This is an optimization exercise on Yosys and OpenROAD, whose aim is small area and a short achievable clock period, not a production implementation.
Where RTL was checked, it was by simulation tests only, not by an equivalence proof against the original.
Function not checked in runs 1 and 2: the RTL went through the layout flow alone.

## flow/setup_margin.txt

```
8.8
```

## constraint.sdc

```tcl
create_clock -name core_clock -period 12.0 [get_ports {clk}]
set_input_delay 2.4000 -clock core_clock [delete_from_list [all_inputs] [get_ports {clk}]]
set_output_delay 2.4000 -clock core_clock [all_outputs]
set_load 0.01 [all_outputs]
```

## flow/run.sh

```bash
#!/bin/bash
# Own layout flow: the standard layout (standard.sh), with ORFS's timing
# repair after clock tree synthesis and after global routing aiming for setup
# slack well above zero, so that the layout's achieved period comes out
# short. Repair may resize a cell to any footprint, and the ports are
# buffered with buf_2 cells. The SDC, clock period and every other setting
# are the standard flow's.
set -euo pipefail
here=$(pwd)
margin=$(cat "$here/flow/setup_margin.txt")
bash standard.sh "SETUP_SLACK_MARGIN=$margin" "MATCH_CELL_FOOTPRINT=0" \
    "BUFFER_PORTS_ARGS=-buffer_cell sky130_fd_sc_hd__buf_2" finish \
    > "$here/standard_sh.log" 2>&1
```

## standard.sh

```bash
#!/bin/bash
# synth_recipe.tcl (not shown) runs the flow's synth.tcl, then flattens the netlist and writes it again
# the make line also repeats each setting of config.mk as NAME=value (left out here)
make -C /OpenROAD-flow-scripts/flow DESIGN_CONFIG=/design/flow/config.mk WORK_HOME=/design/flow/orfs CLKGATE_MAP_FILE= SYNTH_SCRIPT=/design/flow/synth_recipe.tcl "${@:-finish}"
```

## design.v

```verilog
module cmd_check (
    input  wire        clk,
    input  wire        rst,           
    input  wire        in_valid,
    input  wire [31:0] in_data,       
    input  wire        in_last,       
    input  wire [2:0]  in_nbytes,     
    input  wire        queue_full,    
    input  wire [3:0]  mode,          
    output reg         res_valid,
    output reg         res_proto,     
    output wire [7:0]  res_status,
    output wire [15:0] res_opcode,
    output wire [15:0] res_tag,
    output wire        res_prio
);
    localparam [7:0] ST_OK             = 8'h00;
    localparam [7:0] ST_BAD_OPCODE     = 8'h10;
    localparam [7:0] ST_BAD_LENGTH     = 8'h11;
    localparam [7:0] ST_LENGTH_EXCEEDS = 8'h12;
    localparam [7:0] ST_BAD_CRC        = 8'h13;
    localparam [7:0] ST_OUT_OF_RANGE   = 8'h15;
    localparam [7:0] ST_WRONG_MODE     = 8'h20;
    localparam [7:0] ST_QUEUE_FULL     = 8'h31;
    function op_known(input [15:0] op);
        op_known = (op[15:12] == 4'h0) & (op[7:6] == 2'b00) & ((op[0] & !op[1] & !op[2] & !op[3] & !op[4] & !op[5] & !op[11]) | (op[1] & !op[2] & !op[3] & !op[4] & !op[5] & op[9] & op[10] & !op[11]) | (!op[1] & !op[2] & !op[3] & op[4] & !op[5] & op[8] & !op[10] & !op[11]) | (op[2] & !op[3] & !op[4] & !op[5] & !op[8] & op[9] & op[10] & !op[11]) | (op[1] & !op[2] & !op[3] & !op[4] & !op[5] & !op[8] & !op[10] & !op[11]) | (!op[0] & op[1] & !op[2] & !op[3] & !op[4] & !op[5] & op[10] & !op[11]) | (!op[2] & !op[3] & op[4] & !op[5] & op[8] & op[9] & !op[10] & !op[11]) | (op[0] & !op[1] & !op[2] & !op[3] & !op[4] & !op[5] & !op[9] & !op[10]) | (!op[0] & !op[1] & !op[2] & !op[3] & !op[4] & op[5] & op[8] & !op[10] & !op[11]) | (!op[0] & !op[1] & !op[2] & !op[3] & op[4] & !op[5] & !op[9] & op[10] & !op[11]) | (!op[0] & op[1] & !op[2] & !op[3] & !op[4] & !op[5] & !op[9] & !op[10] & op[11]) | (op[0] & !op[1] & !op[2] & !op[3] & !op[5] & !op[8] & !op[9] & op[10] & !op[11]) | (!op[0] & !op[1] & !op[2] & !op[3] & op[4] & op[8] & !op[9] & !op[10] & !op[11]));
    endfunction
    function len_ok(input [15:0] op, input [12:0] L);
        len_ok =
            (((op[5] & !op[9]) | (!op[1] & !op[8] & !op[9] & !op[10]) | (!op[0] & !op[1] & op[2]) | (!op[0] & op[8] & op[9] & op[10]) | (op[0] & !op[1] & op[4] & op[9]) | (op[0] & op[8] & !op[9] & op[10]) | (!op[0] & !op[8] & !op[9] & !op[10] & !op[11]) | (op[0] & op[1] & !op[2] & !op[8] & op[10])) && (L == 13'd0)) |
            (((op[0] & op[1] & !op[9])) && (L <= 13'd4092)) |
            (((!op[5] & op[8] & !op[9] & !op[10] & !op[11]) | (op[1] & op[2]) | (op[0] & op[1] & op[8]) | (op[0] & op[2]) | (!op[0] & op[8] & op[11]) | (op[0] & !op[4] & !op[8] & !op[9] & op[10])) && (L == 13'd4)) |
            (((!op[1] & !op[8] & op[9] & !op[10])) && (L >= 13'd8 && L <= 13'd4084)) |
            (((!op[0] & !op[8] & op[9] & !op[10])) && (L >= 13'd8 && L <= 13'd1032)) |
            (((op[1] & !op[9] & op[10]) | (op[1] & !op[8] & op[11]) | (op[0] & op[4] & !op[8]) | (op[4] & op[8] & op[10]) | (!op[1] & op[8] & op[9] & op[10]) | (op[0] & op[1] & !op[8] & op[9] & !op[10])) && (L == 13'd8)) |
            (((op[0] & !op[4] & op[8] & op[9] & !op[10])) && (L >= 13'd6 && L <= 13'd2050)) |
            (((!op[0] & !op[1] & op[4] & op[9])) && (L >= 13'd4)) |
            (((!op[0] & op[1] & op[4])) && (L == 13'd12)) |
            (((op[5] & op[9])) && (L >= 13'd14 && L <= 13'd24)) |
            (((!op[0] & op[4] & !op[8])) && (L == 13'd44)) |
            (((!op[1] & !op[2] & !op[8] & op[9] & op[10])) && (L == 13'd260)) |
            (((!op[0] & !op[2] & !op[8] & op[9] & op[10])) && (L >= 13'd13)) |
            (((!op[1] & op[8] & op[11])) && (L == 13'd20));
    endfunction
    function mode_ok(input [15:0] op, input [3:0] md);
        reg [7:0] allowed;
        begin
            allowed[0] = (!op[8] & !op[9] & !op[10] & !op[11]);
            allowed[1] = (op[1] & !op[8] & op[9] & op[10]) | (op[8] & !op[9] & op[10]) | (!op[8] & !op[9] & !op[10] & !op[11]) | (!op[0] & op[2]) | (!op[2] & !op[8] & op[9] & op[10]);
            allowed[2] = (!op[8]) | (op[1]) | (op[0] & !op[10] & !op[11]) | (!op[9] & op[10]) | (op[4] & op[9]) | (op[4] & op[5]);
            allowed[3] = (!op[8]) | (op[4]) | (op[1]) | (op[0] & !op[10] & !op[11]) | (!op[9] & op[10]);
            allowed[4] = (!op[4] & !op[5]) | (op[9]) | (op[10]) | (op[0]) | (op[4] & op[5]);
            allowed[5] = (!op[2] & !op[8]) | (!op[0] & op[1]) | (op[0] & !op[10] & !op[11]) | (!op[9] & op[10]) | (!op[0] & !op[5] & op[9]) | (op[4] & op[5]) | (op[1] & op[2]);
            allowed[6] = (op[0] & !op[10] & !op[11]) | (!op[0] & !op[5] & op[9]) | (!op[8] & !op[10]) | (op[8] & !op[9] & op[10]) | (op[5] & !op[9]) | (op[0] & op[1] & !op[8]) | (!op[2] & !op[8] & op[9]);
            allowed[7] = (!op[8] & !op[10]) | (!op[5] & op[9] & !op[10]) | (op[1] & !op[8] & op[9]) | (op[8] & !op[9] & op[10]) | (!op[0] & op[2]) | (op[4] & op[5]) | (!op[2] & !op[8] & op[9]);
            mode_ok = !md[3] && allowed[md[2:0]];
        end
    endfunction
    localparam [2:0] S_H0 = 3'd0, S_H1 = 3'd1, S_H2 = 3'd2,
                     S_FULL = 3'd4, S_PART = 3'd5, S_DONE = 3'd6;
    reg        v;             
    reg        l1, q1;
    reg        mok1;          
    reg        nbok1;         
    reg [31:0] d1;
    reg [2:0]  st, st_n;
    reg [10:0] cnt;           
    reg [1:0]  r;             
    reg [15:0] op_r, tag_r;   
    always @(posedge clk) begin
        v     <= in_valid & ~rst;
        l1    <= in_last;
        q1    <= queue_full;
        mok1  <= mode_ok(op_r, mode);
        nbok1 <= in_nbytes[2] | ((st_n == S_PART) && (in_nbytes[1:0] >= r));
        d1    <= in_data;
    end
    reg        prio_r;
    reg        over_r;        
    reg        vrf_r;         
    reg        lenok_r;       
    reg        hok_r;         
    reg        cok_r;         
    reg [31:0] c32;           
    reg [4:0]  stat_r;        
    wire in_pay  = st[2];
    wire h0      = (st == S_H0);
    wire h1      = (st == S_H1);
    wire h2      = (st == S_H2);
    wire full    = (st == S_FULL);
    wire part    = (st == S_PART);
    wire done    = (st == S_DONE);
    wire cnt0    = (cnt == 11'd0);
    wire [15:0] c16_a = c32[15:0] ^ {d1[7:0], d1[15:8]};
    wire [15:0] c16_y;
    wire [15:0] c16_b = c16_y ^ {d1[23:16], d1[31:24]};
    wire [15:0] c16_z;
    wire m16a_t16 = c16_a[9] ^ c16_a[13];
    wire m16a_t17 = c16_a[10] ^ c16_a[14];
    wire m16a_t18 = c16_a[4] ^ c16_a[8];
    wire m16a_t19 = c16_a[7] ^ c16_a[15];
    wire m16a_t20 = c16_a[6] ^ m16a_t17;
    wire m16a_t21 = c16_a[5] ^ m16a_t16;
    wire m16a_t22 = c16_a[12] ^ m16a_t18;
    wire m16a_t23 = c16_a[3] ^ c16_a[11];
    wire m16a_t24 = c16_a[1] ^ c16_a[12];
    wire m16a_t25 = c16_a[0] ^ c16_a[11];
    wire m16a_t26 = c16_a[2] ^ c16_a[13];
    wire m16a_t27 = c16_a[14] ^ m16a_t23;
    wire m16a_t28 = m16a_t21 ^ m16a_t24;
    wire m16a_t29 = m16a_t22 ^ m16a_t25;
    wire m16a_t30 = c16_a[15] ^ m16a_t22;
    wire m16a_t31 = c16_a[11] ^ m16a_t20;
    wire m16a_t32 = m16a_t19 ^ m16a_t27;
    wire m16a_t33 = m16a_t26 ^ m16a_t20;
    wire m16a_t34 = m16a_t21 ^ m16a_t29;
    wire m16a_t35 = m16a_t20 ^ m16a_t28;
    wire m16a_t36 = m16a_t19 ^ m16a_t26;
    wire m16a_t37 = m16a_t36 ^ m16a_t31;
    wire m16a_t38 = c16_a[8] ^ c16_a[12];
    wire m16a_t39 = m16a_t38 ^ m16a_t32;
    wire m16a_t40 = m16a_t16 ^ m16a_t30;
    wire m16a_t41 = m16a_t17 ^ m16a_t21;
    wire m16a_t42 = c16_a[15] ^ m16a_t31;
    wire m16a_t43 = c16_a[0] ^ m16a_t18;
    wire m16a_t44 = m16a_t19 ^ m16a_t43;
    wire m16a_t45 = c16_a[8] ^ c16_a[1];
    wire m16a_t46 = c16_a[5] ^ c16_a[9];
    wire m16a_t47 = m16a_t45 ^ m16a_t46;
    wire m16a_t48 = c16_a[9] ^ c16_a[2];
    wire m16a_t49 = c16_a[10] ^ c16_a[6];
    wire m16a_t50 = m16a_t48 ^ m16a_t49;
    wire m16a_t51 = c16_a[7] ^ c16_a[10];
    wire m16a_t52 = m16a_t23 ^ m16a_t51;
    assign c16_y[0] = m16a_t29;
    assign c16_y[1] = m16a_t28;
    assign c16_y[2] = m16a_t33;
    assign c16_y[3] = m16a_t32;
    assign c16_y[4] = m16a_t30;
    assign c16_y[5] = m16a_t34;
    assign c16_y[6] = m16a_t35;
    assign c16_y[7] = m16a_t37;
    assign c16_y[8] = m16a_t39;
    assign c16_y[9] = m16a_t40;
    assign c16_y[10] = m16a_t41;
    assign c16_y[11] = m16a_t42;
    assign c16_y[12] = m16a_t44;
    assign c16_y[13] = m16a_t47;
    assign c16_y[14] = m16a_t50;
    assign c16_y[15] = m16a_t52;
    wire m16b_t16 = c16_b[9] ^ c16_b[13];
    wire m16b_t17 = c16_b[10] ^ c16_b[14];
    wire m16b_t18 = c16_b[4] ^ c16_b[8];
    wire m16b_t19 = c16_b[7] ^ c16_b[15];
    wire m16b_t20 = c16_b[6] ^ m16b_t17;
    wire m16b_t21 = c16_b[5] ^ m16b_t16;
    wire m16b_t22 = c16_b[12] ^ m16b_t18;
    wire m16b_t23 = c16_b[3] ^ c16_b[11];
    wire m16b_t24 = c16_b[1] ^ c16_b[12];
    wire m16b_t25 = c16_b[0] ^ c16_b[11];
    wire m16b_t26 = c16_b[2] ^ c16_b[13];
    wire m16b_t27 = c16_b[14] ^ m16b_t23;
    wire m16b_t28 = m16b_t21 ^ m16b_t24;
    wire m16b_t29 = m16b_t22 ^ m16b_t25;
    wire m16b_t30 = c16_b[15] ^ m16b_t22;
    wire m16b_t31 = c16_b[11] ^ m16b_t20;
    wire m16b_t32 = m16b_t19 ^ m16b_t27;
    wire m16b_t33 = m16b_t26 ^ m16b_t20;
    wire m16b_t34 = m16b_t21 ^ m16b_t29;
    wire m16b_t35 = m16b_t20 ^ m16b_t28;
    wire m16b_t36 = m16b_t19 ^ m16b_t26;
    wire m16b_t37 = m16b_t36 ^ m16b_t31;
    wire m16b_t38 = c16_b[8] ^ c16_b[12];
    wire m16b_t39 = m16b_t38 ^ m16b_t32;
    wire m16b_t40 = m16b_t16 ^ m16b_t30;
    wire m16b_t41 = m16b_t17 ^ m16b_t21;
    wire m16b_t42 = c16_b[15] ^ m16b_t31;
    wire m16b_t43 = c16_b[0] ^ m16b_t18;
    wire m16b_t44 = m16b_t19 ^ m16b_t43;
    wire m16b_t45 = c16_b[8] ^ c16_b[1];
    wire m16b_t46 = c16_b[5] ^ c16_b[9];
    wire m16b_t47 = m16b_t45 ^ m16b_t46;
    wire m16b_t48 = c16_b[9] ^ c16_b[2];
    wire m16b_t49 = c16_b[10] ^ c16_b[6];
    wire m16b_t50 = m16b_t48 ^ m16b_t49;
    wire m16b_t51 = c16_b[7] ^ c16_b[10];
    wire m16b_t52 = m16b_t23 ^ m16b_t51;
    assign c16_z[0] = m16b_t29;
    assign c16_z[1] = m16b_t28;
    assign c16_z[2] = m16b_t33;
    assign c16_z[3] = m16b_t32;
    assign c16_z[4] = m16b_t30;
    assign c16_z[5] = m16b_t34;
    assign c16_z[6] = m16b_t35;
    assign c16_z[7] = m16b_t37;
    assign c16_z[8] = m16b_t39;
    assign c16_z[9] = m16b_t40;
    assign c16_z[10] = m16b_t41;
    assign c16_z[11] = m16b_t42;
    assign c16_z[12] = m16b_t44;
    assign c16_z[13] = m16b_t47;
    assign c16_z[14] = m16b_t50;
    assign c16_z[15] = m16b_t52;
    wire        hok_now = (c16_y == d1[31:16]);
    wire [3:1]  lanes = {!part, !part | (r == 2'd3), !part | r[1]};
    wire [31:0] c32_x = c32 ^ (d1 & {{8{lanes[3]}}, {8{lanes[2]}},
                                     {8{lanes[1]}}, 8'hFF});
    wire [31:0] c32_n;
    wire m32_t32 = c32_x[0] ^ c32_x[22];
    wire m32_t33 = c32_x[2] ^ c32_x[7];
    wire m32_t34 = c32_x[3] ^ c32_x[21];
    wire m32_t35 = c32_x[1] ^ c32_x[23];
    wire m32_t36 = c32_x[4] ^ m32_t32;
    wire m32_t37 = c32_x[5] ^ c32_x[12];
    wire m32_t38 = c32_x[13] ^ c32_x[29];
    wire m32_t39 = c32_x[6] ^ c32_x[11];
    wire m32_t40 = c32_x[10] ^ c32_x[26];
    wire m32_t41 = c32_x[17] ^ c32_x[24];
    wire m32_t42 = c32_x[19] ^ c32_x[27];
    wire m32_t43 = c32_x[14] ^ c32_x[30];
    wire m32_t44 = c32_x[16] ^ c32_x[28];
    wire m32_t45 = c32_x[18] ^ c32_x[25];
    wire m32_t46 = c32_x[15] ^ c32_x[31];
    wire m32_t47 = c32_x[8] ^ c32_x[9];
    wire m32_t48 = c32_x[20] ^ m32_t33;
    wire m32_t49 = c32_x[23] ^ m32_t44;
    wire m32_t50 = c32_x[3] ^ c32_x[5];
    wire m32_t51 = c32_x[4] ^ c32_x[24];
    wire m32_t52 = c32_x[25] ^ c32_x[29];
    wire m32_t53 = c32_x[28] ^ m32_t34;
    wire m32_t54 = m32_t38 ^ m32_t43;
    wire m32_t55 = m32_t35 ^ m32_t42;
    wire m32_t56 = c32_x[8] ^ m32_t37;
    wire m32_t57 = m32_t36 ^ m32_t45;
    wire m32_t58 = c32_x[18] ^ c32_x[26];
    wire m32_t59 = c32_x[0] ^ c32_x[12];
    wire m32_t60 = c32_x[9] ^ c32_x[14];
    wire m32_t61 = c32_x[2] ^ c32_x[20];
    wire m32_t62 = c32_x[27] ^ c32_x[30];
    wire m32_t63 = c32_x[31] ^ m32_t40;
    wire m32_t64 = c32_x[7] ^ m32_t46;
    wire m32_t65 = m32_t35 ^ m32_t41;
    wire m32_t66 = m32_t39 ^ m32_t40;
    wire m32_t67 = m32_t38 ^ m32_t59;
    wire m32_t68 = m32_t33 ^ m32_t34;
    wire m32_t69 = c32_x[6] ^ c32_x[26];
    wire m32_t70 = c32_x[13] ^ c32_x[17];
    wire m32_t71 = c32_x[2] ^ c32_x[28];
    wire m32_t72 = c32_x[0] ^ c32_x[31];
    wire m32_t73 = c32_x[7] ^ c32_x[13];
    wire m32_t74 = c32_x[11] ^ c32_x[15];
    wire m32_t75 = c32_x[8] ^ c32_x[22];
    wire m32_t76 = c32_x[9] ^ c32_x[15];
    wire m32_t77 = c32_x[6] ^ c32_x[10];
    wire m32_t78 = c32_x[7] ^ c32_x[16];
    wire m32_t79 = c32_x[6] ^ m32_t46;
    wire m32_t80 = c32_x[20] ^ m32_t43;
    wire m32_t81 = m32_t52 ^ m32_t61;
    wire m32_t82 = c32_x[10] ^ m32_t34;
    wire m32_t83 = m32_t33 ^ m32_t60;
    wire m32_t84 = c32_x[24] ^ m32_t47;
    wire m32_t85 = m32_t37 ^ m32_t46;
    wire m32_t86 = c32_x[25] ^ m32_t39;
    wire m32_t87 = m32_t50 ^ m32_t77;
    wire m32_t88 = c32_x[5] ^ m32_t32;
    wire m32_t89 = c32_x[27] ^ m32_t47;
    wire m32_t90 = c32_x[22] ^ m32_t51;
    wire m32_t91 = c32_x[9] ^ m32_t66;
    wire m32_t92 = c32_x[21] ^ m32_t36;
    wire m32_t93 = c32_x[1] ^ m32_t54;
    wire m32_t94 = m32_t68 ^ m32_t79;
    wire m32_t95 = m32_t48 ^ m32_t51;
    wire m32_t96 = m32_t53 ^ m32_t72;
    wire m32_t97 = m32_t41 ^ m32_t82;
    wire m32_t98 = m32_t45 ^ m32_t53;
    wire m32_t99 = m32_t41 ^ m32_t49;
    wire m32_t100 = m32_t45 ^ m32_t64;
    wire m32_t101 = m32_t36 ^ m32_t48;
    wire m32_t102 = m32_t44 ^ m32_t55;
    wire m32_t103 = c32_x[3] ^ c32_x[8];
    wire m32_t104 = c32_x[16] ^ m32_t35;
    wire m32_t105 = m32_t69 ^ m32_t103;
    wire m32_t106 = m32_t104 ^ m32_t105;
    wire m32_t107 = m32_t101 ^ m32_t106;
    wire m32_t108 = c32_x[4] ^ c32_x[5];
    wire m32_t109 = m32_t108 ^ m32_t68;
    wire m32_t110 = m32_t65 ^ m32_t89;
    wire m32_t111 = m32_t109 ^ m32_t110;
    wire m32_t112 = m32_t71 ^ m32_t84;
    wire m32_t113 = m32_t87 ^ m32_t57;
    wire m32_t114 = m32_t112 ^ m32_t113;
    wire m32_t115 = c32_x[4] ^ c32_x[7];
    wire m32_t116 = c32_x[19] ^ m32_t35;
    wire m32_t117 = m32_t50 ^ m32_t52;
    wire m32_t118 = m32_t115 ^ m32_t116;
    wire m32_t119 = m32_t117 ^ m32_t91;
    wire m32_t120 = m32_t118 ^ m32_t119;
    wire m32_t121 = m32_t62 ^ m32_t66;
    wire m32_t122 = m32_t56 ^ m32_t95;
    wire m32_t123 = m32_t121 ^ m32_t122;
    wire m32_t124 = m32_t37 ^ m32_t73;
    wire m32_t125 = m32_t86 ^ m32_t89;
    wire m32_t126 = m32_t124 ^ m32_t96;
    wire m32_t127 = m32_t125 ^ m32_t126;
    wire m32_t128 = c32_x[3] ^ c32_x[10];
    wire m32_t129 = m32_t60 ^ m32_t61;
    wire m32_t130 = m32_t128 ^ m32_t67;
    wire m32_t131 = m32_t49 ^ m32_t129;
    wire m32_t132 = m32_t130 ^ m32_t131;
    wire m32_t133 = c32_x[4] ^ m32_t74;
    wire m32_t134 = m32_t133 ^ m32_t97;
    wire m32_t135 = m32_t93 ^ m32_t134;
    wire m32_t136 = c32_x[2] ^ c32_x[11];
    wire m32_t137 = c32_x[16] ^ m32_t43;
    wire m32_t138 = m32_t136 ^ m32_t85;
    wire m32_t139 = m32_t137 ^ m32_t57;
    wire m32_t140 = m32_t138 ^ m32_t139;
    wire m32_t141 = c32_x[19] ^ m32_t70;
    wire m32_t142 = m32_t46 ^ m32_t56;
    wire m32_t143 = m32_t141 ^ m32_t101;
    wire m32_t144 = m32_t142 ^ m32_t143;
    wire m32_t145 = c32_x[5] ^ c32_x[13];
    wire m32_t146 = m32_t58 ^ m32_t145;
    wire m32_t147 = m32_t83 ^ m32_t146;
    wire m32_t148 = m32_t92 ^ m32_t147;
    wire m32_t149 = c32_x[14] ^ c32_x[15];
    wire m32_t150 = m32_t75 ^ m32_t149;
    wire m32_t151 = m32_t87 ^ m32_t55;
    wire m32_t152 = m32_t150 ^ m32_t151;
    wire m32_t153 = m32_t39 ^ m32_t76;
    wire m32_t154 = m32_t49 ^ m32_t153;
    wire m32_t155 = m32_t95 ^ m32_t154;
    wire m32_t156 = c32_x[0] ^ m32_t78;
    wire m32_t157 = m32_t52 ^ m32_t56;
    wire m32_t158 = m32_t156 ^ m32_t97;
    wire m32_t159 = m32_t157 ^ m32_t158;
    wire m32_t160 = c32_x[1] ^ c32_x[26];
    wire m32_t161 = c32_x[30] ^ m32_t39;
    wire m32_t162 = m32_t70 ^ m32_t47;
    wire m32_t163 = m32_t160 ^ m32_t161;
    wire m32_t164 = m32_t162 ^ m32_t57;
    wire m32_t165 = m32_t163 ^ m32_t164;
    wire m32_t166 = c32_x[18] ^ m32_t37;
    wire m32_t167 = m32_t83 ^ m32_t55;
    wire m32_t168 = m32_t63 ^ m32_t166;
    wire m32_t169 = m32_t167 ^ m32_t168;
    wire m32_t170 = m32_t73 ^ m32_t74;
    wire m32_t171 = m32_t40 ^ m32_t90;
    wire m32_t172 = m32_t170 ^ m32_t102;
    wire m32_t173 = m32_t171 ^ m32_t172;
    wire m32_t174 = c32_x[11] ^ c32_x[14];
    wire m32_t175 = c32_x[27] ^ m32_t174;
    wire m32_t176 = m32_t81 ^ m32_t56;
    wire m32_t177 = m32_t175 ^ m32_t99;
    wire m32_t178 = m32_t176 ^ m32_t177;
    wire m32_t179 = c32_x[30] ^ m32_t69;
    wire m32_t180 = m32_t76 ^ m32_t41;
    wire m32_t181 = m32_t67 ^ m32_t179;
    wire m32_t182 = m32_t180 ^ m32_t98;
    wire m32_t183 = m32_t181 ^ m32_t182;
    wire m32_t184 = m32_t78 ^ m32_t42;
    wire m32_t185 = m32_t63 ^ m32_t184;
    wire m32_t186 = m32_t93 ^ m32_t57;
    wire m32_t187 = m32_t185 ^ m32_t186;
    wire m32_t188 = c32_x[17] ^ m32_t39;
    wire m32_t189 = m32_t42 ^ m32_t43;
    wire m32_t190 = m32_t44 ^ m32_t50;
    wire m32_t191 = m32_t64 ^ m32_t36;
    wire m32_t192 = m32_t188 ^ m32_t189;
    wire m32_t193 = m32_t190 ^ m32_t191;
    wire m32_t194 = m32_t192 ^ m32_t193;
    wire m32_t195 = c32_x[3] ^ c32_x[17];
    wire m32_t196 = c32_x[29] ^ m32_t32;
    wire m32_t197 = m32_t71 ^ m32_t58;
    wire m32_t198 = m32_t195 ^ m32_t85;
    wire m32_t199 = m32_t196 ^ m32_t197;
    wire m32_t200 = m32_t198 ^ m32_t199;
    wire m32_t201 = c32_x[30] ^ m32_t38;
    wire m32_t202 = m32_t42 ^ m32_t75;
    wire m32_t203 = m32_t58 ^ m32_t48;
    wire m32_t204 = m32_t201 ^ m32_t202;
    wire m32_t205 = m32_t203 ^ m32_t204;
    wire m32_t206 = c32_x[23] ^ m32_t42;
    wire m32_t207 = m32_t47 ^ m32_t80;
    wire m32_t208 = m32_t206 ^ m32_t96;
    wire m32_t209 = m32_t207 ^ m32_t208;
    wire m32_t210 = c32_x[29] ^ m32_t40;
    wire m32_t211 = m32_t84 ^ m32_t49;
    wire m32_t212 = m32_t210 ^ m32_t94;
    wire m32_t213 = m32_t211 ^ m32_t212;
    wire m32_t214 = m32_t62 ^ m32_t65;
    wire m32_t215 = m32_t81 ^ m32_t91;
    wire m32_t216 = m32_t214 ^ m32_t215;
    wire m32_t217 = c32_x[11] ^ c32_x[12];
    wire m32_t218 = c32_x[24] ^ m32_t33;
    wire m32_t219 = m32_t62 ^ m32_t217;
    wire m32_t220 = m32_t63 ^ m32_t218;
    wire m32_t221 = m32_t219 ^ m32_t98;
    wire m32_t222 = m32_t220 ^ m32_t221;
    wire m32_t223 = c32_x[31] ^ m32_t67;
    wire m32_t224 = m32_t86 ^ m32_t48;
    wire m32_t225 = m32_t102 ^ m32_t223;
    wire m32_t226 = m32_t224 ^ m32_t225;
    wire m32_t227 = c32_x[6] ^ c32_x[12];
    wire m32_t228 = m32_t227 ^ m32_t54;
    wire m32_t229 = m32_t99 ^ m32_t92;
    wire m32_t230 = m32_t228 ^ m32_t229;
    wire m32_t231 = m32_t65 ^ m32_t88;
    wire m32_t232 = m32_t54 ^ m32_t100;
    wire m32_t233 = m32_t231 ^ m32_t232;
    wire m32_t234 = c32_x[3] ^ c32_x[19];
    wire m32_t235 = m32_t234 ^ m32_t80;
    wire m32_t236 = m32_t90 ^ m32_t100;
    wire m32_t237 = m32_t235 ^ m32_t236;
    wire m32_t238 = c32_x[1] ^ c32_x[19];
    wire m32_t239 = c32_x[25] ^ m32_t238;
    wire m32_t240 = m32_t88 ^ m32_t239;
    wire m32_t241 = m32_t94 ^ m32_t240;
    assign c32_n[0] = m32_t107;
    assign c32_n[1] = m32_t111;
    assign c32_n[2] = m32_t114;
    assign c32_n[3] = m32_t120;
    assign c32_n[4] = m32_t123;
    assign c32_n[5] = m32_t127;
    assign c32_n[6] = m32_t132;
    assign c32_n[7] = m32_t135;
    assign c32_n[8] = m32_t140;
    assign c32_n[9] = m32_t144;
    assign c32_n[10] = m32_t148;
    assign c32_n[11] = m32_t152;
    assign c32_n[12] = m32_t155;
    assign c32_n[13] = m32_t159;
    assign c32_n[14] = m32_t165;
    assign c32_n[15] = m32_t169;
    assign c32_n[16] = m32_t173;
    assign c32_n[17] = m32_t178;
    assign c32_n[18] = m32_t183;
    assign c32_n[19] = m32_t187;
    assign c32_n[20] = m32_t194;
    assign c32_n[21] = m32_t200;
    assign c32_n[22] = m32_t205;
    assign c32_n[23] = m32_t209;
    assign c32_n[24] = m32_t213;
    assign c32_n[25] = m32_t216;
    assign c32_n[26] = m32_t222;
    assign c32_n[27] = m32_t226;
    assign c32_n[28] = m32_t230;
    assign c32_n[29] = m32_t233;
    assign c32_n[30] = m32_t237;
    assign c32_n[31] = m32_t241;
    wire [31:0] c32_k  = (r == 2'd0) ? 32'hFFFFFFFF :
                         (r == 2'd1) ? 32'h00BE26ED :
                         (r == 2'd2) ? 32'hBE26ED00 : 32'h2DFD1072;
    wire        cok_now   = (c32_x == c32_k);
    wire        last_full = full & cnt0 & (r == 2'd0);
    wire        crc_end   = last_full | part;    
    wire [15:0] len_in  = d1[31:16];
    wire        hdr_cpl = in_pay | (h2 & nbok1);
    wire        hok     = h2 ? hok_now : hok_r;
    wire        vrf     = h2 ? (vrf_r & (d1[15:0] == 16'h0000)) : vrf_r;
    wire        len6    = done | ((last_full | part) & nbok1);
    wire        cok     = done ? cok_r : cok_now;
    wire        good    = hdr_cpl & hok;
    reg [7:0] status;
    always @(*) begin
        if (!hok)                       status = ST_BAD_CRC;
        else if (over_r)                status = ST_LENGTH_EXCEEDS;
        else if (q1)                    status = ST_QUEUE_FULL;
        else if (!vrf)                  status = ST_OUT_OF_RANGE;
        else if (!in_pay || !len6)      status = ST_BAD_LENGTH;
        else if (!cok)                  status = ST_BAD_CRC;
        else if (!op_known(op_r))       status = ST_BAD_OPCODE;
        else if (!lenok_r)              status = ST_BAD_LENGTH;
        else if (!mok1)                 status = ST_WRONG_MODE;
        else                            status = ST_OK;
    end
    always @(*) begin
        st_n = st;
        if (rst)
            st_n = S_H0;
        else if (v) begin
            if (l1)
                st_n = S_H0;
            else case (st)
                S_H0:    st_n = S_H1;
                S_H1:    st_n = S_H2;
                S_H2:    st_n = S_FULL;
                S_FULL:  st_n = !cnt0 ? S_FULL : (r == 2'd0) ? S_DONE : S_PART;
                default: st_n = S_DONE;
            endcase
        end
    end
    always @(posedge clk) begin
        st <= st_n;
        if (v & h1) begin
            cnt     <= len_in[12:2];
            r       <= len_in[1:0];
            over_r  <= (len_in > 16'd4096);
            lenok_r <= len_ok(op_r, len_in[12:0]);
            prio_r  <= d1[0];
            vrf_r   <= (d1[15:8] == 8'h01) && (d1[7:1] == 7'h00);
        end else if (v & full)
            cnt <= cnt - 11'd1;
        if (v & h2) begin
            vrf_r <= vrf;
            hok_r <= hok_now;
        end
        if (rst | (v & (l1 | h2)))
            c32 <= 32'hFFFFFFFF;
        else if (v & (h0 | h1))
            c32[15:0] <= c16_z;
        else if (v & (full | part))
            c32 <= c32_n;
        if (v & crc_end)
            cok_r <= cok_now;
        if (v & l1 & !good) begin
            op_r   <= 16'h0000;
            tag_r  <= 16'h0000;
            prio_r <= 1'b0;
        end else if (v & h0) begin
            op_r  <= d1[15:0];
            tag_r <= d1[31:16];
        end
        res_valid <= v & l1 & ~rst;
        res_proto <= !hdr_cpl;
        stat_r    <= hdr_cpl ? {status[5], status[4], status[2:0]} : 5'd0;
    end
    assign res_status = {2'b00, stat_r[4], stat_r[3], 1'b0, stat_r[2:0]};
    assign res_opcode = op_r;
    assign res_tag    = tag_r;
    assign res_prio   = prio_r;
endmodule
```

## config.mk

```make
export PLATFORM = sky130hd
export DESIGN_NAME = cmd_check
export DESIGN_NICKNAME = cmd_check
export VERILOG_FILES = /design/flow/design.v
export SDC_FILE = /design/flow/constraint.sdc
export NUM_CORES = 4
export LEC_CHECK = 0
export CAP_MARGIN = 20
export CORE_MARGIN = 2
export CORE_UTILIZATION = 40
export SLEW_MARGIN = 20
```

==> results by group, run 1 <==
Global routing
  – Grt ovf: 0
  – Vias in the first global route: 8325
  – Largest net degree at the start of global routing: 34
  – Initial antenna violation count: 0
  – First-pass GRT wire length: 50700 um
  – GRT Total Usage: 25.2%

Logic synthesis
  – Adder-Cell Fraction of Synth Area: roughly 1.1%
  – Most frequent cell after synthesis: xnor2_1
  – Synth Area in Compound Gates: 13.5%
  – Synth Cell Area: 10400 um2
  – Primary FF master, synth: dfxtp_1
  – Main combinational cell family by area after synthesis: XOR/XNOR gates
  – Post-synth EDFFs: 18
  – Share of the synthesized area in the top cell type: 21.5%
  – Syn Area/Cell: 9.29 um2
  – XOR/XNOR Fraction of Synth Area: 38.9%
  – Area contributors post-synth: dfxtp_1 22%, xnor2_1 16%, xnor3_1 10%
  – Syn. warnings: 1
  – Cell variety after synth: 84
  – Post-synthesis mux area share: 0.493%
  – Yosys reg bits: 130
  – Synth Instances: 1121
  – Part of the Yosys area used for sequential elements: 26.7%
  – Asr flop ratio synth: 0%
  – Post-Synth Simple-Gate Area: about 15%
  – Top cells by instance count after synthesis: 192 x xnor2_1, 123 x nand2_1, 112 x dfxtp_1
  – Top cell type by total area after synthesis: dfxtp_1

Clock network
  – Root Driver: clkbuf_16
  – Clock Latency Late Sink: 0.44 ns
  – Clock H-tree levels: 4
  – Clk pin slew, worst setup/hold paths: 0.07 ns
  – TritonCTS clock tree: built
  – TritonCTS Buffers: 17
  – Sink Count: 130
  – Longest Clk Path Bufs: 2
  – Post-CTS Hold Fix Bufs: 0

Layout
  – Filler Cell Count: 2382
  – Diodes inserted: 0
  – Share of cells above drive strength 1: 26.4%
  – Layout Cells excl Fill: approximately 1.6k
  – Synth-to-layout area growth: 24.2%
  – Final nets: 1271

Worst hold path
  – Hold_sp: tag_r[13]
  – Hold Crit Class: reg2reg

Job
  – Max-cap viol count: 0

Critical path
  – Crit Path Max Fanout: 2
  – Family with the most delay on the worst path: flip-flops
  – Reg2Reg Setup Slack: 8.84 ns
  – Worst path slowest cell: dfxtp_4
  – Crit start category: flip-flop
  – CP peak stage delay: 0.36 ns
  – Worst Path Buf+Inv: 1
  – CP endpoint kind: primary output
  – CP required: 9.60 ns
  – Crit Path Class: reg2out
  – Critical path origin: op_r[3]
  – Crit-path cells: buf_6
  – Reg2reg start: d1[13]
  – Crit path DAT: 0.91 ns

Timing
  – Tmin final: around 3.3 ns
  – Final-report setup violation count: 0
  – Max Fclk: 302 MHz
  – Final hold violations: 0
  – Setup total negative slack: 0 ns
  – Post-route clock period utilization: between 20% and 30%
  – Worst rel slew slack: 27.7%
  – RSZ-0062 raised after global routing: yes
  – Pins Over Slew Limit: 0
  – Worst slew pin tran: between 1 and 1.5 ns
  – Layout Skew: 0.0173 ns

Die
  – Die Wd: 165 um
  – Area of the core region: 25800 um2
  – Starting Density: between 40% and 50%
  – Die area: around 27000 um2
  – Rows: 59
  – IO Pins: 87
  – Die height: ~170 um

Detailed routing
  – Vias: 8971
  – WL final: 35400 um
  – Routed len/inst: 22.6 um
  – DRT Pass-1 Iters: 5
  – Drt drc: 0
  – Initial DRC count: 1015
  – DRT antenna net count: 0
  – Vias per cell: 5.73

Placed design
  – IO Port Bufs: 83
  – HPWL after DPL: roughly 25000 um
  – Dpl cells: 1490
  – GP Congestion: 0.954

Run status
  – Status: complete, no violations
## cell families after synthesis
logic type,count (synthesis)
adder cells (fa/ha/maj),9
buffers and inverters,93
flip-flops,130
XOR/XNOR,341
AND/OR/NAND/NOR,325
multiplexers,5
other,1
AO/OA/AOI/OAI,217
## final timing paths
check	endpoint	cells after the start
worst min register to register	tag_r[13]	2
worst max-delay path	res_opcode[3]	1
worst max register to register	tag_r[14]	8
worst min-delay path	tag_r[13]	2
## final cells by class
class	instances	area, um2	share of cell area (%)
tap	335	419	3.24
multi-input combinational	904	7900	61.1
clock inverter	15	138	1.06
inverter	26	97.6	0.755
clock buffer	17	425	3.29
sequential	130	2880	22.3
timing repair buffer	139	1070	8.25
## timing repair
action                                  4_1_cts  5_1_grt
resized for setup                           135       55
gates cloned                                  0        4
pin swaps                                     4       11
setup buffers                                26       14
endpoints found under the setup margin      108      101
## layout by cell type (no fill, tap or decap), types with 18 or more instances in the layout
master / synthesis / routed
xnor2_1: 192 / 174
nand2_1: 123 / 119
a21oi_1: 82 / 81
dfxtp_1: 112 / 60
xor2_1: 71 / 54
buf_4: 4 / 53
nor2_1: 59 / 52
buf_2: 4 / 48
xnor3_1: 47 / 47
dfxtp_2: 0 / 39
o21ai_0: 37 / 37
buf_6: 3 / 35
nor3_1: 28 / 27
inv_1: 25 / 25
edfxtp_1: 18 / 18
## per-stage QoR
step	instance area [um2]	hold slack [ns]	setup slack [ns]	utilization (%)
2_1_floorplan	10400	0.406	8.79	-
3_3_place_gp	11100	0.444	8.12	42.9
3_5_place_dp	11100	0.449	8.07	42.9
4_1_cts	12500	0.463	8.68	48.2
5_1_grt	12900	0.476	8.66	50.0
6_report	12900	0.463	8.69	50.0
## state kept, by name (all words and copies together) (netlist names), 2 cells and up
name,cells
c32,32
d1,32
op_r,16
tag_r,16
cnt,11
stat_r,5
st,3
r,2
## metal layers
metal  track usage (%)  vias to the layer above  part of all wire [%]
met1              35.2                     4383                    44
met5                 0                        -                     0
li1                  -                     4088                     -
met4              8.97                        0                   3.0
met2              39.4                      430                    45
met3              4.15                       70                   7.8
==> run 2, diff against run 1 <==
--- a/config.mk
+++ b/config.mk
@@ -8,4 +8,6 @@
 export CAP_MARGIN = 20
 export CORE_MARGIN = 2
 export CORE_UTILIZATION = 40
+export CTS_CLUSTER_DIAMETER = 300
+export CTS_CLUSTER_SIZE = 50
 export SLEW_MARGIN = 20
==> run 2 against run 1 <==
- highest routed layer unchanged
- setup slack unchanged
- clock skew unchanged
- die area unchanged
- first-iteration DRC count unchanged
- clock-buffer cell count unchanged
==> results by group, run 2 <==
Die
  – Area of the core region: 25800 um2
  – Rows: 59
  – Starting Density: 40.3%
  – IO Pins: 87
  – Die area: about 27000 um2
  – Die height: 165 um
  – Die Wd: 165 um

Detailed routing
  – Metal3 WL: 2770 um
  – Vias: roughly 9k
  – Routed len/inst: 22.6 um
  – Max Used Layer: met4
  – Initial DRC count: between 1k and 1.5k
  – WL final: between 30000 and 40000 um
  – Drt drc: 0
  – DRT antenna net count: 0
  – Met1 wire length: roughly 15000 um
  – Met2 WL: 16100 um
  – DRT Pass-1 Iters: 5
  – Vias per cell: 5.73

Layout
  – Diodes inserted: 0
  – Synth-to-layout area growth: 24.2%
  – Share of cells above drive strength 1: 26.4%
  – Most frequent cells in the layout: 174 x xnor2_1, 119 x nand2_1, 81 x a21oi_1
  – Post-layout util: about 50%
  – Commonest non-fill, non-tap cell in the layout: xnor2_1
  – Final nets: 1271
  – Top Registers: c32 x32, d1 x32

Worst hold path
  – Hold Crit Class: reg2reg
  – Hold EP: tag_r[13]
  – Hold Crit Depth: 2
  – Hold_sp: tag_r[13]

Critical path
  – Worst reg-to-reg path cell count: 8
  – CP peak stage delay: between 0.3 and 0.4 ns
  – Worst R2R End: tag_r[14]
  – Reg2reg start: d1[13]
  – Crit start category: flip-flop
  – Worst path slowest cell: dfxtp_4
  – Crit Path Class: reg2out
  – Crit-path cells: buf_6
  – Family with the most delay on the worst path: flip-flops
  – CP endpoint kind: primary output
  – Critical path origin: op_r[3]
  – Reg2Reg Setup Slack: around 8.8 ns
  – Worst Path Buf+Inv: 1
  – Crit Path Max Fanout: 2
  – CP required: 9.60 ns
  – Crit path DAT: ~0.9 ns

Logic synthesis
  – Synth Instances: 1121
  – Yosys reg bits: 130
  – Syn Area/Cell: 9.29 um2
  – Cell variety after synth: 84
  – Most frequent cell after synthesis: xnor2_1
  – Primary FF master, synth: dfxtp_1
  – Part of the Yosys area used for sequential elements: 26.7%
  – Asr flop ratio synth: 0%
  – Top cell type by total area after synthesis: dfxtp_1
  – Synth Cell Area: ~10000 um2
  – Post-synth EDFFs: 18
  – Top cells by instance count after synthesis: 192 x xnor2_1, 123 x nand2_1, 112 x dfxtp_1
  – Syn. warnings: 1
  – Share of the synthesized area in the top cell type: approximately 22%
  – Area contributors post-synth: dfxtp_1 22%, xnor2_1 16%, xnor3_1 10%

Timing
  – Max Fclk: between 300 and 400 MHz
  – Final hold violations: 0
  – RSZ-0062 raised after global routing: yes
  – Pins Over Slew Limit: 0
  – Layout Skew: 0.0173 ns
  – Final hold slack: 0.463 ns
  – Final-report setup violation count: 0
  – Worst rel slew slack: between 20% and 30%
  – Tmin final: approximately 3.3 ns
  – Worst slew pin tran: 1.09 ns
  – Post-route clock period utilization: 27.6%
  – Setup total negative slack: 0 ns

Global routing
  – Initial antenna violation count: 0
  – Vias in the first global route: between 8k and 9k
  – GRT Total Usage: 25.2%
  – Largest net degree at the start of global routing: 34
  – Grt ovf: 0
  – First-pass GRT wire length: between 50000 and 60000 um

Clock network
  – Clock Latency Late Sink: 0.44 ns
  – Root Driver: clkbuf_16
  – Sink Count: 130
  – Clock H-tree levels: 4
  – TritonCTS Buffers: 17
  – Post-CTS Hold Fix Bufs: 0
  – TritonCTS clock tree: built
  – Clk pin slew, worst setup/hold paths: 0.07 ns
  – Longest Clk Path Bufs: 2

Job
  – Max-cap viol count: 0

Placed design
  – HPWL after DPL: between 20000 and 25000 um
  – GP Congestion: 0.954
  – IO Port Bufs: 83

Run status
  – Status: complete, no violations
==> run 2: cell counts after synthesis <==
Identical to the previous run, type by type.
==> run 2: what timing repair did <==
action                     CTS  global route
pin swaps                    4            11
setup endpoints to repair  108           101
cloned                       0             4
gates resized for setup    135            55
setup buffers               26            14
==> run 2: metal layers <==
layer | vias to the layer above | global-route usage (%)
met3 | 70 | 4.15
met4 | 0 | 8.97
li1 | 4088 | -
met2 | 430 | 39.4
met1 | 4383 | 35.2
met5 | - | 0
==> run 2: worst max path at each step <==
stage | to | slack, ns | cells after the start
after floorplan | nbok1 | 8.79 | 6
after global placement | c32[5] | 8.12 | 4
after detailed placement | c32[5] | 8.07 | 4
after CTS | res_opcode[1] | 8.68 | 1
after global routing | stat_r[3] | 8.66 | 9
final | res_opcode[3] | 8.69 | 1
==> run 2: cells by family (layout without fill, tap and decap cells) <==
group                    Yosys count  count (layout)  synth area share, %
adder cells (fa/ha/maj)            9               9                 1.08
XOR/XNOR                         341             341                 38.9
multiplexers                       5               5                0.493
other                              1               3               0.0360
flip-flops                       130             130                 26.7
buffers and inverters             93             197                 3.78
AND/OR/NAND/NOR                  325             326                 15.4
AO/OA/AOI/OAI                    217             220                 13.5
==> run 2: final cells by class <==
type	count	area, um2
inverters	26	97.6
clock inverters	15	138
fillers	2382	12900
repair buffers	139	1070
clock buffers	17	425
flip-flops and latches	130	2880
well taps	335	419
multi-input cells	904	7900
==> run 2: stage by stage <==
| stage | cell area (um2) | setup slack, ns | cells |
|---|---|---|---|
| finish | 12900 | 8.69 | 1566 |
| global route | 12900 | 8.66 | 1566 |
| CTS | 12500 | 8.68 | 1548 |
| detailed placement | 11100 | 8.07 | 1490 |
| global placement | 11100 | 8.12 | 1490 |
| floorplan | 10400 | 8.79 | 1123 |
==> run 3, diff against run 2 <==
--- a/design.v
+++ b/design.v
@@ -58,42 +58,43 @@
     endfunction
     localparam [2:0] S_H0 = 3'd0, S_H1 = 3'd1, S_H2 = 3'd2,
                      S_FULL = 3'd4, S_PART = 3'd5, S_DONE = 3'd6;
-    reg        v;             
-    reg        l1, q1;
-    reg        mok1;          
-    reg        nbok1;         
-    reg [31:0] d1;
-    reg [2:0]  st, st_n;
-    reg [10:0] cnt;           
-    reg [1:0]  r;             
-    reg [15:0] op_r, tag_r;   
-    always @(posedge clk) begin
-        v     <= in_valid & ~rst;
-        l1    <= in_last;
-        q1    <= queue_full;
-        mok1  <= mode_ok(op_r, mode);
-        nbok1 <= in_nbytes[2] | ((st_n == S_PART) && (in_nbytes[1:0] >= r));
-        d1    <= in_data;
+    reg  [2:0]  nxt;           
+    reg  [2:0]  cur;           
+    reg         v;             
+    reg         l1, q1;        
+    reg         mok1;          
+    reg         nbok1;         
+    reg         fin1;          
+    reg  [31:0] x;
+    reg  [10:0] cnt;           
+    reg  [1:0]  r;             
+    reg  [15:0] op_r, tag_r;   
+    reg         prio_r;
+    reg         over_r;        
+    reg         vrf_r;         
+    reg         lenok_r;       
+    reg         hok_r;         
+    reg         cok_r;         
+    reg  [4:0]  stat_r;        
+    wire take  = in_valid & ~rst;
+    wire cnt0  = (cnt == 11'd0);
+    wire n_hdr = !nxt[2];
+    wire n_part = (nxt == S_PART);
+    reg [2:0] nxt_n;
+    always @(*) begin
+        if (in_last)
+            nxt_n = S_H0;
+        else case (nxt)
+            S_H0:    nxt_n = S_H1;
+            S_H1:    nxt_n = S_H2;
+            S_H2:    nxt_n = S_FULL;
+            S_FULL:  nxt_n = !cnt0 ? S_FULL : (r == 2'd0) ? S_DONE : S_PART;
+            default: nxt_n = S_DONE;
+        endcase
     end
-    reg        prio_r;
-    reg        over_r;        
-    reg        vrf_r;         
-    reg        lenok_r;       
-    reg        hok_r;         
-    reg        cok_r;         
-    reg [31:0] c32;           
-    reg [4:0]  stat_r;        
-    wire in_pay  = st[2];
-    wire h0      = (st == S_H0);
-    wire h1      = (st == S_H1);
-    wire h2      = (st == S_H2);
-    wire full    = (st == S_FULL);
-    wire part    = (st == S_PART);
-    wire done    = (st == S_DONE);
-    wire cnt0    = (cnt == 11'd0);
-    wire [15:0] c16_a = c32[15:0] ^ {d1[7:0], d1[15:8]};
+    wire [15:0] c16_a = {x[7:0], x[15:8]};       
     wire [15:0] c16_y;
-    wire [15:0] c16_b = c16_y ^ {d1[23:16], d1[31:24]};
+    wire [15:0] c16_b = c16_y ^ {x[23:16], x[31:24]};
     wire [15:0] c16_z;
     wire m16a_t16 = c16_a[9] ^ c16_a[13];
     wire m16a_t17 = c16_a[10] ^ c16_a[14];
@@ -201,10 +202,7 @@
     assign c16_z[13] = m16b_t47;
     assign c16_z[14] = m16b_t50;
     assign c16_z[15] = m16b_t52;
-    wire        hok_now = (c16_y == d1[31:16]);
-    wire [3:1]  lanes = {!part, !part | (r == 2'd3), !part | r[1]};
-    wire [31:0] c32_x = c32 ^ (d1 & {{8{lanes[3]}}, {8{lanes[2]}},
-                                     {8{lanes[1]}}, 8'hFF});
+    wire [31:0] c32_x = x;
     wire [31:0] c32_n;
     wire m32_t32 = c32_x[0] ^ c32_x[22];
     wire m32_t33 = c32_x[2] ^ c32_x[7];
@@ -448,78 +446,84 @@
     assign c32_n[29] = m32_t233;
     assign c32_n[30] = m32_t237;
     assign c32_n[31] = m32_t241;
-    wire [31:0] c32_k  = (r == 2'd0) ? 32'hFFFFFFFF :
-                         (r == 2'd1) ? 32'h00BE26ED :
-                         (r == 2'd2) ? 32'hBE26ED00 : 32'h2DFD1072;
-    wire        cok_now   = (c32_x == c32_k);
-    wire        last_full = full & cnt0 & (r == 2'd0);
-    wire        crc_end   = last_full | part;    
-    wire [15:0] len_in  = d1[31:16];
-    wire        hdr_cpl = in_pay | (h2 & nbok1);
-    wire        hok     = h2 ? hok_now : hok_r;
-    wire        vrf     = h2 ? (vrf_r & (d1[15:0] == 16'h0000)) : vrf_r;
-    wire        len6    = done | ((last_full | part) & nbok1);
-    wire        cok     = done ? cok_r : cok_now;
-    wire        good    = hdr_cpl & hok;
+    wire        c_hdr = !cur[2];                  
+    wire [31:0] base  = (nxt == S_H0) ? 32'h0000FFFF :
+                        n_hdr         ? {16'h0000, c16_z[7:0], c16_z[15:8]} :
+                        c_hdr         ? 32'hFFFFFFFF : c32_n;
+    wire [3:1]  lanes = {!n_part, !n_part | (r == 2'd3), !n_part | r[1]};
+    wire [31:0] x_n   = base ^ (in_data & {{8{lanes[3]}}, {8{lanes[2]}},
+                                           {8{lanes[1]}}, 8'hFF});
+    wire [15:0] len_in = in_data[31:16];
+    always @(posedge clk) begin
+        v     <= take;
+        l1    <= in_last;
+        q1    <= queue_full;
+        mok1  <= mode_ok(op_r, mode);
+        nbok1 <= in_nbytes[2] | (n_part && (in_nbytes[1:0] >= r));
+        if (rst)
+            nxt <= S_H0;
+        else if (take)
+            nxt <= nxt_n;
+        if (in_valid) begin
+            x    <= x_n;
+            cur  <= nxt;
+            fin1 <= n_part | ((nxt == S_FULL) & cnt0 & (r == 2'd0));
+        end
+        if (in_valid & (nxt == S_H1)) begin
+            cnt    <= len_in[12:2];
+            r      <= len_in[1:0];
+            over_r <= (len_in > 16'd4096);
+            vrf_r  <= (in_data[15:8] == 8'h01) && (in_data[7:1] == 7'h00);
+        end else if (in_valid & (nxt == S_FULL) & !cnt0)
+            cnt <= cnt - 11'd1;
+        if (in_valid & (nxt == S_H2))
+            vrf_r <= vrf_r & (in_data[15:0] == 16'h0000);
+    end
+    wire h0   = (cur == S_H0);
+    wire h1   = (cur == S_H1);
+    wire h2   = (cur == S_H2);
+    wire pay  = cur[2];
+    wire done = (cur == S_DONE);
+    wire hok_now = (c16_y == {x[31:24], x[23:16]});
+    wire cok_now = (r == 2'd0) ? (x == 32'hFFFFFFFF) :
+                   (r == 2'd1) ? (x == 32'h00BE26ED) :
+                   (r == 2'd2) ? (x == 32'hBE26ED00) : (x == 32'h2DFD1072);
+    wire hdr_cpl = pay | (h2 & nbok1);
+    wire hok     = h2 ? hok_now : hok_r;
+    wire len6    = done | (fin1 & nbok1);
+    wire cok     = done ? cok_r : cok_now;
+    wire good    = hdr_cpl & hok;
     reg [7:0] status;
     always @(*) begin
         if (!hok)                       status = ST_BAD_CRC;
         else if (over_r)                status = ST_LENGTH_EXCEEDS;
         else if (q1)                    status = ST_QUEUE_FULL;
-        else if (!vrf)                  status = ST_OUT_OF_RANGE;
-        else if (!in_pay || !len6)      status = ST_BAD_LENGTH;
+        else if (!vrf_r)                status = ST_OUT_OF_RANGE;
+        else if (!pay || !len6)         status = ST_BAD_LENGTH;
         else if (!cok)                  status = ST_BAD_CRC;
         else if (!op_known(op_r))       status = ST_BAD_OPCODE;
         else if (!lenok_r)              status = ST_BAD_LENGTH;
         else if (!mok1)                 status = ST_WRONG_MODE;
         else                            status = ST_OK;
     end
-    always @(*) begin
-        st_n = st;
-        if (rst)
-            st_n = S_H0;
-        else if (v) begin
-            if (l1)
-                st_n = S_H0;
-            else case (st)
-                S_H0:    st_n = S_H1;
-                S_H1:    st_n = S_H2;
-                S_H2:    st_n = S_FULL;
-                S_FULL:  st_n = !cnt0 ? S_FULL : (r == 2'd0) ? S_DONE : S_PART;
-                default: st_n = S_DONE;
-            endcase
-        end
-    end
     always @(posedge clk) begin
-        st <= st_n;
-        if (v & h1) begin
-            cnt     <= len_in[12:2];
-            r       <= len_in[1:0];
-            over_r  <= (len_in > 16'd4096);
-            lenok_r <= len_ok(op_r, len_in[12:0]);
-            prio_r  <= d1[0];
-            vrf_r   <= (d1[15:8] == 8'h01) && (d1[7:1] == 7'h00);
-        end else if (v & full)
-            cnt <= cnt - 11'd1;
-        if (v & h2) begin
-            vrf_r <= vrf;
+        if (v & h1)
+            lenok_r <= len_ok(op_r, {cnt, r});
+        if (v & h2)
             hok_r <= hok_now;
-        end
-        if (rst | (v & (l1 | h2)))
-            c32 <= 32'hFFFFFFFF;
-        else if (v & (h0 | h1))
-            c32[15:0] <= c16_z;
-        else if (v & (full | part))
-            c32 <= c32_n;
-        if (v & crc_end)
+        if (v & fin1)
             cok_r <= cok_now;
         if (v & l1 & !good) begin
             op_r   <= 16'h0000;
             tag_r  <= 16'h0000;
             prio_r <= 1'b0;
-        end else if (v & h0) begin
-            op_r  <= d1[15:0];
-            tag_r <= d1[31:16];
+        end else begin
+            if (v & h0) begin
+                op_r  <= ~x[15:0];
+                tag_r <= x[31:16];
+            end
+            if (in_valid & (nxt == S_H1))
+                prio_r <= in_data[0];
         end
         res_valid <= v & l1 & ~rst;
         res_proto <= !hdr_cpl;
==> flow/setup_margin.txt (replaced) <==
8.5
--- a/config.mk
+++ b/config.mk
@@ -8,6 +8,4 @@
 export CAP_MARGIN = 20
 export CORE_MARGIN = 2
 export CORE_UTILIZATION = 40
-export CTS_CLUSTER_DIAMETER = 300
-export CTS_CLUSTER_SIZE = 50
 export SLEW_MARGIN = 20
==> run 3 against run 2 <==
- synthesized cell count decreased by 10%
- highest routed layer unchanged
- still clean
- utilization decreased by 4.1 points
- fmax decreased by 4.7%
- cell area decreased by 17%
- clock skew about the same
- die area decreased by 8.6%
==> results by group, run 3 <==
Run status
  – Status: complete, no violations

Critical path
  – CP endpoint kind: flip-flop
  – CP required: 12.20 ns
  – Reg2reg start: x[12]
  – Crit Path Class: reg2reg
  – Crit path DAT: about 3.7 ns
  – Worst reg-to-reg path cell count: 8
  – Crit Path Max Fanout: 32
  – Reg2Reg Setup Slack: 8.52 ns
  – Worst R2R End: op_r[0]
  – Crit start category: flip-flop

Die
  – Die area: about 25000 um2
  – Die Wd: 158 um
  – Area of the core region: 23400 um2
  – Starting Density: 40.6%
  – IO Pins: 87
  – Die height: 158 um
  – Rows: 56

Logic synthesis
  – Area contributors post-synth: xnor2_1 22%, edfxtp_1 17%, dfxtp_1 10%
  – Primary FF master, synth: edfxtp_1
  – XOR/XNOR Fraction of Synth Area: a little under two fifths
  – Synth Instances: roughly 1k
  – Top cell type by total area after synthesis: xnor2_1
  – Most frequent cell after synthesis: xnor2_1
  – Post-synth EDFFs: 54
  – Yosys reg bits: ~100
  – Asr flop ratio synth: 0%
  – Adder-Cell Fraction of Synth Area: 1.58%
  – Main combinational cell family by area after synthesis: XOR/XNOR gates
  – Synth Cell Area: 9490 um2
  – Syn Area/Cell: 9.45 um2
  – Post-synthesis mux area share: 2.70%
  – Part of the Yosys area used for sequential elements: 27.2%
  – Top cells by instance count after synthesis: 238 x xnor2_1, 73 x nor2_1, 69 x nand2_1
  – Cell variety after synth: 78
  – Syn. warnings: 1
  – Synth Area in Compound Gates: between 10% and 20%
  – Share of the synthesized area in the top cell type: 22.0%
  – Post-Synth Simple-Gate Area: 13.4%

Timing
  – Final-report setup violation count: 0
  – Worst rel slew slack: 36.3%
  – Setup total negative slack: 0 ns
  – Worst Setup Slack, final: 8.52 ns
  – Layout Skew: approximately 0.017 ns
  – RSZ-0062 raised after global routing: no
  – Pins Over Slew Limit: 0
  – Max Fclk: 288 MHz
  – Worst slew pin tran: between 0.9 and 1 ns
  – Tmin final: 3.48 ns
  – Final hold violations: 0
  – Post-route clock period utilization: just under 30%

Clock network
  – Sink Count: between 100 and 150
  – Clk pin slew, worst setup/hold paths: roughly 0.080 ns
  – Longest Clk Path Bufs: 2
  – Clock H-tree levels: 3
  – Clock Latency Late Sink: 0.37 ns
  – TritonCTS Buffers: 9
  – Root Driver: clkbuf_16
  – TritonCTS clock tree: built

Placed design
  – HPWL after DPL: a little over 20000 um
  – GP Congestion: just under 1
  – IO Port Bufs: 83
  – Pre-CTS WS: 7.20 ns

Layout
  – Commonest non-fill, non-tap cell in the layout: xnor2_1
  – Top Registers: x x32, op_r x16, tag_r x16
  – Share of cells above drive strength 1: 17.9%
  – Final nets: ~1.1k
  – Reg with most FFs: x
  – Synth-to-layout area growth: 13.2%
  – Diodes inserted: 0
  – Number of flip-flops in the largest register: 32
  – Most frequent cells in the layout: 236 x xnor2_1, 83 x buf_2, 73 x nor2_1

Global routing
  – Largest net degree at the start of global routing: approximately 50
  – GRT Total Usage: 23.7%
  – Vias in the first global route: roughly 7.2k
  – Grt ovf: 0
  – First-pass GRT wire length: between 40000 and 50000 um
  – Initial antenna violation count: 0

Detailed routing
  – Routed len/inst: about 21 um
  – DRT Pass-1 Iters: 5
  – DRT antenna net count: 0
  – Vias: approximately 7.7k
  – Initial DRC count: 752
  – WL final: 29400 um
  – Vias per cell: 5.58
  – Drt drc: 0

Worst hold path
  – Hold_sp: tag_r[0]
  – Hold Crit Depth: 2
  – Hold Crit Class: reg2reg
  – Hold EP: tag_r[0]

Job
  – Max-cap viol count: 0
[run 3: stage by stage]
stage	cell area, um2	utilization (%)	cells	hold slack, ns
after global placement	10000	42.9	1338	0.475
after CTS	10600	45.2	1376	0.500
after global routing	10700	45.9	1388	0.527
after detailed placement	10000	42.9	1338	0.479
after floorplan	9500	-	1006	0.406
final	10700	45.9	1388	0.494
[run 3: area by class of cell]
| type | instances | area (um2) |
|---|---|---|
| inverters | 21 | 78.8 |
| repair buffers | 126 | 798 |
| flip-flops and latches | 102 | 2590 |
| clock inverters | 6 | 68.8 |
| clock buffers | 10 | 229 |
| well taps | 319 | 399 |
| multi-input cells | 804 | 6570 |
| fillers | 2335 | 12700 |
[run 3: per-layer routing]
layer / up-vias / GRT usage [%] / wire length (um)
met5: - / 0 / 0
met4: 0 / 9.44 / 926
met3: 59 / 4.27 / 2260
met2: 342 / 37.8 / 13600
met1: 3750 / 31.7 / 12600
li1: 3597 / - / -
[run 3: worst max-delay path by stage]
stage / cells after the start / endpoint / start
floorplan: 4 / cnt[0] / in_valid
global placement: 4 / cnt[4] / in_valid
detailed placement: 4 / cnt[3] / in_valid
CTS: 1 / res_opcode[10] / op_r[10]
global route: 8 / tag_r[2] / x[12]
finish: 8 / op_r[0] / x[12]
[run 3: logic make-up (layout without fill, tap and decap cells)]
kind of cell	Yosys count	after routing
xor+xnor	343	343
simple gates	254	255
compound gates	166	166
flops	102	102
buf+inv	101	163
mux	25	25
fa+ha+maj	12	12
other cells	1	3
[run 3: worst max-delay path, stage by stage (launching register included)]
cell and delay [ns]:
edfxtp_1 0.94, xnor2_1 0.28, xnor2_1 0.46, xnor2_1 0.19, mux2i_1 0.50, o41ai_4 0.20, a21oi_4 0.20, buf_4 0.44
a211oi_1 0.08
[run 3: repair_timing]
| action | 4_1_cts | 5_1_grt |
|---|---|---|
| gates resized for setup | 16 | 11 |
| gates cloned | 1 | 0 |
| hold buffers | 0 | 0 |
| setup endpoints to repair | 67 | 54 |
| pin swaps | 1 | 2 |
| buffers inserted | 21 | 12 |
| hold endpoints to repair | 0 | 0 |
==> run 4, diff against run 3 <==
==> flow/setup_margin.txt (replaced) <==
8.65
==> run 4 against run 3 <==
- utilization increased by 1.1 points
- via count increased by 0.93%
- critical endpoint is now res_opcode[1]
- synthesized cell count did not move
- cell count is 1.4% higher
- largest cell class unchanged
- critical path depth shrank 6
- sequential cell count stayed put
- clock skew decreased by 0.0087 ns
- non-clock buffer count up 20
- critical path type is now reg2out
==> results by group, run 4 <==
Timing
  – Worst rel slew slack: around a third
  – Max Fclk: about 300 MHz
  – Worst slew pin tran: 0.983 ns
  – Pins Over Slew Limit: 0
  – Worst Setup Slack, final: between 8 and 9 ns
  – Post-route clock period utilization: 28.0%
  – Layout Skew: 0.00869 ns
  – Tmin final: 3.36 ns
  – Final-report setup violation count: 0
  – RSZ-0062 raised after global routing: yes
  – Final hold violations: 0
  – Setup total negative slack: 0 ns

Logic synthesis
  – Syn. warnings: 1
  – Cell variety after synth: 78
  – Part of the Yosys area used for sequential elements: a little over a quarter
  – Post-synthesis mux area share: between 2 and 3%
  – Asr flop ratio synth: 0%
  – Yosys reg bits: 102
  – Primary FF master, synth: edfxtp_1
  – Syn Area/Cell: 9.45 um2
  – Synth Area in Compound Gates: 12.2%
  – Synth Cell Area: 9490 um2
  – Top cells by instance count after synthesis: 238 x xnor2_1, 73 x nor2_1, 69 x nand2_1
  – Post-synth EDFFs: 54
  – Area contributors post-synth: xnor2_1 22%, edfxtp_1 17%, dfxtp_1 10%
  – Main combinational cell family by area after synthesis: XOR/XNOR gates
  – Adder-Cell Fraction of Synth Area: 1.58%
  – Post-Synth Simple-Gate Area: 13.4%
  – Top cell type by total area after synthesis: xnor2_1
  – Share of the synthesized area in the top cell type: 22.0%
  – Most frequent cell after synthesis: xnor2_1
  – Synth Instances: 1004
  – XOR/XNOR Fraction of Synth Area: about two fifths

Worst hold path
  – Hold EP: tag_r[6]
  – Hold Crit Class: reg2reg
  – Hold Crit Depth: 2
  – Hold_sp: tag_r[6]

Critical path
  – Worst reg-to-reg path cell count: 8
  – Worst path slowest cell: dfxtp_4
  – Family with the most delay on the worst path: flip-flops
  – Crit start category: flip-flop
  – Worst R2R End: x[12]
  – Crit Path Class: reg2out
  – Crit Path Max Fanout: 2
  – Crit path DAT: 0.96 ns
  – CP required: 9.60 ns
  – Reg2Reg Setup Slack: approximately 9 ns
  – CP peak stage delay: 0.36 ns
  – Reg2reg start: x[3]
  – CP endpoint kind: primary output
  – Crit-path cells: buf_12 -> buf_6
  – Worst Path Buf+Inv: 2

Die
  – Die area: 25000 um2
  – Starting Density: approximately 41%
  – Rows: 56
  – IO Pins: slightly below 90
  – Die Wd: 158 um
  – Die height: 158 um
  – Area of the core region: 23400 um2

Layout
  – Reg with most FFs: x
  – Synth-to-layout area growth: 16.0%
  – Commonest non-fill, non-tap cell in the layout: xnor2_1
  – Share of cells above drive strength 1: roughly a fifth
  – Multi-input logic area: 6590 um2
  – Filler Cell Count: ~2.2k
  – Final instance area: approximately 11000 um2
  – Most frequent cells in the layout: 234 x xnor2_1, 81 x buf_2, 73 x nor2_1
  – Top Registers: x x32, op_r x16, tag_r x16
  – Diodes inserted: 0
  – Register area: 2620 um2
  – Final nets: 1140
  – Number of flip-flops in the largest register: 32

Placed design
  – HPWL after DPL: 21200 um
  – IO Port Bufs: 83
  – Placed instance area: 10100 um2
  – Pre-CTS WS: 7.48 ns
  – GP Congestion: 0.955

Detailed routing
  – WL final: roughly 31000 um
  – DRT antenna net count: 0
  – Routed len/inst: roughly 22 um
  – Initial DRC count: 880
  – Vias: 7820
  – DRT Pass-1 Iters: 5
  – Vias per cell: about 5.6
  – Drt drc: 0

Global routing
  – GRT Total Usage: 25.1%
  – Grt ovf: 0
  – First-pass GRT wire length: 46200 um
  – Initial antenna violation count: 0
  – Largest net degree at the start of global routing: slightly above 50
  – Vias in the first global route: 7417

Clock network
  – Clock H-tree levels: 3
  – Root Driver: clkbuf_16
  – Sink Count: around 100
  – TritonCTS Buffers: 9
  – Clk pin slew, worst setup/hold paths: 0.07 ns
  – Longest Clk Path Bufs: 2
  – Clock Latency Late Sink: 0.37 ns
  – TritonCTS clock tree: built

Job
  – Max-cap viol count: 0

Run status
  – Status: complete, no violations
==> run 4: cell counts after synthesis <==
Identical to the previous run, type by type.
==> run 4: cells by family after synthesis <==
logic type / count (synthesis)
fa+ha+maj: 12
other cells: 1
compound gates: 166
buf+inv: 101
mux: 25
xor+xnor: 343
flops: 102
simple gates: 254
==> run 4: repair_timing <==
action,4_1_cts,5_1_grt
endpoints found under the setup margin,83,53
pin swaps,1,1
cloned,3,0
hold buffers,0,0
setup buffers,40,7
resized for setup,39,5
==> run 4: cell type report <==
cell class | count | share of cell area [%]
Clock inverter | 7 | 0.659
Clock buffer | 9 | 2.05
Timing Repair Buffer | 146 | 9.25
Sequential cell | 102 | 23.8
Inverter | 21 | 0.716
Tap cell | 319 | 3.63
Multi-Input combinational cell | 804 | 59.9
==> run 4: metal layers <==
layer	up-vias	track usage, %	part of all wire (%)
met3	61	5.34	7.6
met4	0	9.22	3.2
li1	3639	-	-
met2	342	38.3	45
met5	-	0	0
met1	3778	34.9	45
==> run 4: worst min-delay path: stages (launching register included) <==
cell     delay, ns
dfxtp_1       0.33
mux2i_1       0.06
nor2_1        0.07
==> run 4: how the worst max path moves through the flow <==
stage / endpoint / depth (start not counted) / slack [ns] / startpoint
global route: stat_r[0] / 9 / 8.54 / r[1]
detailed placement: cnt[6] / 4 / 7.48 / in_valid
finish: res_opcode[1] / 2 / 8.64 / op_r[1]
floorplan: cnt[0] / 4 / 8.65 / in_valid
CTS: res_opcode[1] / 2 / 8.64 / op_r[1]
global placement: cnt[6] / 4 / 7.50 / in_valid
==> run 4: through the flow <==
stage          instances  hold slack [ns]  utilization (%)
6_report            1408            0.494             47.0
5_1_grt             1408            0.521             47.0
4_1_cts             1401            0.501             46.7
3_5_place_dp        1342            0.480             43.1
3_3_place_gp        1342            0.471             43.1
2_1_floorplan       1006            0.406                -

## port drivers added, routing unchanged
How much do the figures lean on ideal ports? The routed layouts below were timed once more, with nothing changed but the port constraints.
Step 1 (the two cells are an assumption about what drives the block):
set clk [get_ports {clk}]
set_driving_cell -lib_cell sky130_fd_sc_hd__clkbuf_16 $clk
set_driving_cell -lib_cell sky130_fd_sc_hd__buf_2 [delete_from_list [all_inputs] $clk]
Step 2 moves the port delays by t, midway between the first and last clock arrival at a register: inputs arrive t later, outputs are due t later. That takes back most of the time a late clock gives input paths.
Three values: ideal ports, drivers, drivers and shift; two values: the first two.
run	t, ns	slack for setup (ns)	worst hold slack (ns)	worst register clock-pin slew, ns
run 1	0.484	8.688 / 8.639 / 8.512	0.463 / 0.463 / 0.463	0.07 / 0.07
run 2	0.484	8.688 / 8.639 / 8.512	0.463 / 0.463 / 0.463	0.07 / 0.07
run 3	0.405	8.524 / 8.493 / 8.261	0.494 / 0.494 / 0.494	0.08 / 0.08
run 4	0.408	8.642 / 8.598 / 8.354	0.494 / 0.494 / 0.494	0.08 / 0.08
After both steps every run listed still meets setup and hold. The setup slack of run 4, which loses most, moves by -0.044 ns with the drivers and by -0.288 ns with both steps.
